Source: an optimization exercise on an open RTL-to-GDS flow (aim: small area). Production flows keep margins and buffers that such runs may drop.
In this exercise RTL edits were held to simulation tests only and were not proved equivalent to the original.
Power figures rest on the tool's default switching activity, not on a simulated workload.

// rng_health
module rng_health (
  input  wire        clk,
  input  wire        rst,         
  input  wire        sample,      
  input  wire [3:0]  bits,        
  input  wire [3:0]  src_en,      
  input  wire        restart,     
  input  wire        tick,        
  output wire [7:0]  state,       
  output wire [7:0]  last_fail,   
  output wire [63:0] fails,       
  output wire [63:0] bias,        
  output wire [63:0] corr         
);
For scale: roughly 1100 cells after synthesis, roughly 220 I/O pins, roughly 16000 sq um of cells after synthesis.
Settings: LEC_CHECK=0, CAP_MARGIN=20, CORE_MARGIN=2, CORE_UTILIZATION=40, SLEW_MARGIN=20; clock period 20.0 ns.
standard.sh (not shown) runs the stock make flow with config.mk's settings and CLKGATE_MAP_FILE= SYNTH_SCRIPT=/design/flow/synth_recipe.tcl, a recipe that flattens the netlist after the stock synthesis.
==> flow/flow/run.sh <==
#!/bin/bash
# The standard layout, with each port buffered by the smallest buffer cell and
# a clock tree of larger sink clusters without dummy loads.
set -euo pipefail
export BUFFER_PORTS_ARGS="-buffer_cell sky130_fd_sc_hd__buf_1"
export CTS_ARGS="-sink_clustering_enable -repair_clock_nets -sink_clustering_size 22 -sink_clustering_max_diameter 60 -buf_list sky130_fd_sc_hd__clkbuf_8 -dont_use_dummy_load"
bash standard.sh > standard.log 2>&1
The baseline finished with timing, DRC and antenna clean.
Next try:
==> flow/flow/run.sh (replaced) <==
#!/bin/bash
# The standard layout, with each port buffered by the smallest buffer cell and
# a clock tree of larger sink clusters without dummy loads.
set -euo pipefail
export BUFFER_PORTS_ARGS="-buffer_cell sky130_fd_sc_hd__buf_1"
export CTS_ARGS="-sink_clustering_enable -repair_clock_nets -sink_clustering_size 10 -sink_clustering_max_diameter 40 -buf_list sky130_fd_sc_hd__clkbuf_4 -dont_use_dummy_load"
bash standard.sh > standard.log 2>&1
The changed run went through all stages and came out clean; total power rises by 0.73%; die area stays the same; utilization hardly moves; non-clock buffer count stays the same; via count grows by 2.3%; design area barely changes; worst hold slack is about the same; clock skew rose by 0.013 ns; routed wire length goes up by 1.5%; final cell count grows by 1.9%; global-route usage grows by 0.37 points.
Next try:
==> flow/flow/run.sh (replaced) <==
#!/bin/bash
# The standard layout, with each port buffered by the smallest buffer cell and
# a clock tree of larger sink clusters without dummy loads.
set -euo pipefail
export BUFFER_PORTS_ARGS="-buffer_cell sky130_fd_sc_hd__buf_1"
export CTS_ARGS="-sink_clustering_enable -repair_clock_nets -sink_clustering_size 16 -sink_clustering_max_diameter 60 -buf_list sky130_fd_sc_hd__clkbuf_8 -dont_use_dummy_load"
bash standard.sh > standard.log 2>&1
=> The changed run completed with no timing, DRC or antenna violations; global-route usage drops by 0.36 points; die area stays the same; sequential share of layout area drops by 0.13 points; sequential power stays flat; synthesized area does not change; count of clock-buffer cells in the layout drops by 27; worst setup slack gains 0.012 ns; synthesized cell count stays the same.

Setup of try-raven:
Another version of the RTL of rng_health (not shown whole).
For scale: roughly 1100 cells after synthesis, ~490 flip-flops.
export LEC_CHECK = 0
export CAP_MARGIN = 20
export CORE_MARGIN = 2
export CORE_UTILIZATION = 90
export SLEW_MARGIN = 20
create_clock -name core_clock -period 20.0 [get_ports {clk}]
==> flow/flow/run.sh <==
#!/bin/bash
# The standard layout, with each port buffered by the smallest buffer cell and
# a clock tree of larger sink clusters without dummy loads.
set -euo pipefail
export BUFFER_PORTS_ARGS="-buffer_cell sky130_fd_sc_hd__buf_1"
export CTS_ARGS="-sink_clustering_enable -repair_clock_nets -sink_clustering_size 10 -sink_clustering_max_diameter 40 -buf_list sky130_fd_sc_hd__clkbuf_4 -dont_use_dummy_load"
bash standard.sh > standard.log 2>&1
Flow for try-raven halted at detailed placement (3_5_place_dp), error code DPL-0033.
Relative to try-raven, the following input files were edited for try-pepper:
-- flow/config.mk --
<<< try-raven, line 9
export CORE_MARGIN = 2
export CORE_UTILIZATION = 90
export SLEW_MARGIN = 20
>>> try-pepper, line 9
export CORE_MARGIN = 2
export CORE_UTILIZATION = 80
export SLEW_MARGIN = 20
### Flow results
Post-synthesis async set-or-reset flop share across try-pepper and try-raven: no real change.
Going from try-raven to try-pepper, the initial core utilization was found to have gone down by 11 points.
Die boundary width: try-pepper > try-raven
On net count after synthesis, try-pepper and try-raven are basically level.
Die height (lower): try-raven
The final layout from try-pepper, which completed every stage, passed the timing, DRC and antenna checks at the end of the flow.
Any difference in number of instances in the synthesized netlist between try-pepper and try-raven is small enough to ignore.
Summary of try-pepper over try-raven: sum of net half-perimeters after detailed placement went down; final weighted congestion of routability-driven global placement picked up an extra 6.4%.
Edits applied to the flow inputs when going from try-pepper to try-garnet:
-- flow/config.mk --
<<< try-pepper, line 9
export CORE_MARGIN = 2
export CORE_UTILIZATION = 80
export SLEW_MARGIN = 20
>>> try-garnet, line 9
export CORE_MARGIN = 2
export CORE_UTILIZATION = 40
export SLEW_MARGIN = 20
[summary]
The layout overhead on the synthesized area of try-garnet is higher than that of try-pepper. Of the two candidates, try-pepper has the worse minimum period implied by the final worst setup slack and try-garnet the better one. try-garnet vs try-pepper — area of placed instances rose 310 sq um. Compared to try-pepper, try-garnet was floorplanned on a bigger die. Re non-clock buffer count: try-garnet is 0.44% up on try-pepper. Comparing try-pepper and try-garnet, number of filler instances in the final layout is lower on try-pepper. Any difference in maximum single-stage delay on the critical path between try-pepper and try-garnet is small enough to ignore.
--- input diff try-garnet..try-maple ---
-- flow/config.mk --
<<< try-garnet, line 9
export CORE_MARGIN = 2
export CORE_UTILIZATION = 40
export SLEW_MARGIN = 20
>>> try-maple, line 9
export CORE_MARGIN = 2
export CORE_UTILIZATION = 65
export SLEW_MARGIN = 20
Findings:
- try-maple ended with every stage complete and zero timing, DRC or antenna violations.
- try-maple vs. try-garnet: final instance count without filler cells fell 201, power share of the combinational group held steady, routed wire length shrank by 2.5 mm, share of the clock period used by the worst path lost 0.36 points.
- Utilization after layout in try-maple is 27 points above try-garnet.
- In the reports for try-maple and try-garnet, the smaller met1 track demand over resource in global routing belongs to try-garnet.
- Taking try-garnet over try-maple, the total clock buffers created by CTS ratio works out to 1.16.
- When try-maple is measured against try-garnet, its final period demand of the worst path turns out 0.073 ns lower.

Setup of amber:
rng_health, a different RTL version from the one above (not shown whole).
Size in the first run: ~1400 cells after synthesis, roughly 500 flip-flops, ~220 I/O pins, about 17000 um^2 of cells after synthesis.
make LEC_CHECK=0 CAP_MARGIN=20 CORE_MARGIN=2 CORE_UTILIZATION=40 CTS_BUF_LIST=sky130_fd_sc_hd__clkbuf_4 SLEW_MARGIN=20 finish   # period 20.0 ns
run.sh (not shown) runs the stock make flow with config.mk's settings and CLKGATE_MAP_FILE= SYNTH_SCRIPT=/design/flow/synth_recipe.tcl, a recipe that flattens the netlist after the stock synthesis.
Stock flow here: none of the scripts above is used.
Every stage of the flow completed for amber, and the final layout passed the timing, DRC and antenna checks.
Input-level comparison between cedar and amber:
Settings: CTS_BUF_LIST: sky130_fd_sc_hd__clkbuf_4 -> unset.
==> comparison <==
cedar completed; timing, DRC and antenna clean
cedar against amber: cell area grew by 0.55%, final cell count went down, average routed wire per standard cell went up 4.9%.
On cedar: clock-buffer cell count is about 60% lower than what amber gave.
cedar vs amber on overall power: cedar is the higher one.
[compare] base=amber new=cedar: post-synthesis xor/xnor area fraction ~0 delta, total wire length down 1.1%, global-route usage lost 0.44 points.
What xenon does differently from cedar at the input level:
Settings: CTS_BUF_LIST newly set to sky130_fd_sc_hd__clkbuf_2 sky130_fd_sc_hd__clkbuf_4 sky130_fd_sc_hd__clkbuf_8.
## What came out
Delta (xenon minus cedar): clock share of power moved down, wire length of the first global-routing pass moved up. Comparing cedar with xenon, the cell area after layout came out essentially unchanged. Clock skew was higher in the run labelled xenon. Compared with cedar, via count of the first global-routing pass in xenon increased by a few percent. Cell row count came out exactly the same in cedar and xenon. Wire length: xenon > cedar. Compared with cedar, xenon is the less power-hungry design. From cedar to xenon the numbers moved as follows: final worst hold slack held steady, layout overhead on the synthesized area held steady, global-route usage grew by 0.15 points.
Modified inputs, indigo compared to xenon
Settings: clearing CTS_BUF_LIST, which used to be sky130_fd_sc_hd__clkbuf_2 sky130_fd_sc_hd__clkbuf_4 sky130_fd_sc_hd__clkbuf_8.
==> flow/flow/run.sh (new file) <==
#!/bin/bash
# The standard layout, with each port buffered by the smallest buffer cell and
# a clock tree of larger sink clusters without dummy loads.
set -euo pipefail
export BUFFER_PORTS_ARGS="-buffer_cell sky130_fd_sc_hd__buf_1"
export CTS_ARGS="-sink_clustering_enable -repair_clock_nets -sink_clustering_size 16 -sink_clustering_max_diameter 60 -buf_list sky130_fd_sc_hd__clkbuf_8 -dont_use_dummy_load"
bash standard.sh > standard.log 2>&1
==> flow/standard.sh (new file) <==
#!/bin/bash
# synth_recipe.tcl (not shown) runs the flow's synth.tcl, then flattens the netlist and writes it again
# the make line also repeats each setting of config.mk as NAME=value (left out here)
make -C /OpenROAD-flow-scripts/flow DESIGN_CONFIG=/design/flow/config.mk WORK_HOME=/design/flow/orfs CLKGATE_MAP_FILE= SYNTH_SCRIPT=/design/flow/synth_recipe.tcl "${@:-finish}"
removed: flow/run.sh
==> comparison <==
- Going from xenon to indigo, multi-input combinational area share grows by 2.9 points.
- Comparing indigo with xenon, the cell total after placement came out essentially unchanged.
- Comparing clock power for xenon and indigo, the bigger number came from xenon.
- Summary: with xenon as the reference, achievable frequency in indigo moved up by a little under 10%.
- Lower largest net degree at the start of global routing among xenon and indigo: indigo
- In the metrics for xenon and indigo, the one carrying the lower switching share of power is xenon.
- Of the two candidates, xenon has the worse wire length and indigo the better one.
- Against xenon, post-layout minimum cycle time in indigo came out better.

==> afterwards: timing with drivers on the ports <==
Ports are ideal in the flow. The routed layouts listed here were re-timed in OpenROAD.
Step 1 sets driving cells, clkbuf_16 on the clock port and buf_2 on the other inputs (assumed; they add their load-dependent delay and slew).
Step 2, shift: input delay + t, output delay - t, t = (earliest + latest rising clock arrival at the registers) / 2. This alone moves slack from input paths to output paths.
Three values: ideal, step 1, step 2; two values: the first two.
| run | t (ns) | slack for setup (ns) | hold slack, ns | worst data-port slew with drivers (ns) |
|---|---|---|---|---|
| the first run of note 1 | 0.586 | 13.822 / 13.822 / 13.822 | 0.273 / 0.273 / 0.273 | 0.04 |
| the second run of note 1 | 0.734 | 13.811 / 13.811 / 13.811 | 0.273 / 0.273 / 0.273 | 0.04 |
| the third run of note 1 | 0.595 | 13.823 / 13.823 / 13.823 | 0.291 / 0.291 / 0.291 | 0.04 |
| try-pepper | 0.704 | 13.469 / 13.429 / 13.676 | 0.293 / 0.293 / 0.293 | 0.08 |
| try-garnet | 0.706 | 13.563 / 13.517 / 14.223 | 0.274 / 0.274 / 0.274 | 0.07 |
| try-maple | 0.722 | 13.636 / 13.592 / 14.034 | 0.288 / 0.288 / 0.288 | 0.07 |
| amber | 0.834 | 13.998 / 13.947 / 14.466 | 0.277 / 0.277 / 0.277 | 0.04 |
| cedar | 0.637 | 14.181 / 14.129 / 14.468 | 0.311 / 0.311 / 0.311 | 0.04 |
| xenon | 0.658 | 14.155 / 14.104 / 14.484 | 0.309 / 0.309 / 0.309 | 0.05 |
| indigo | 0.606 | 14.600 / 14.549 / 14.910 | 0.288 / 0.288 / 0.288 | 0.03 |
After both steps setup and hold are still met in every run listed.
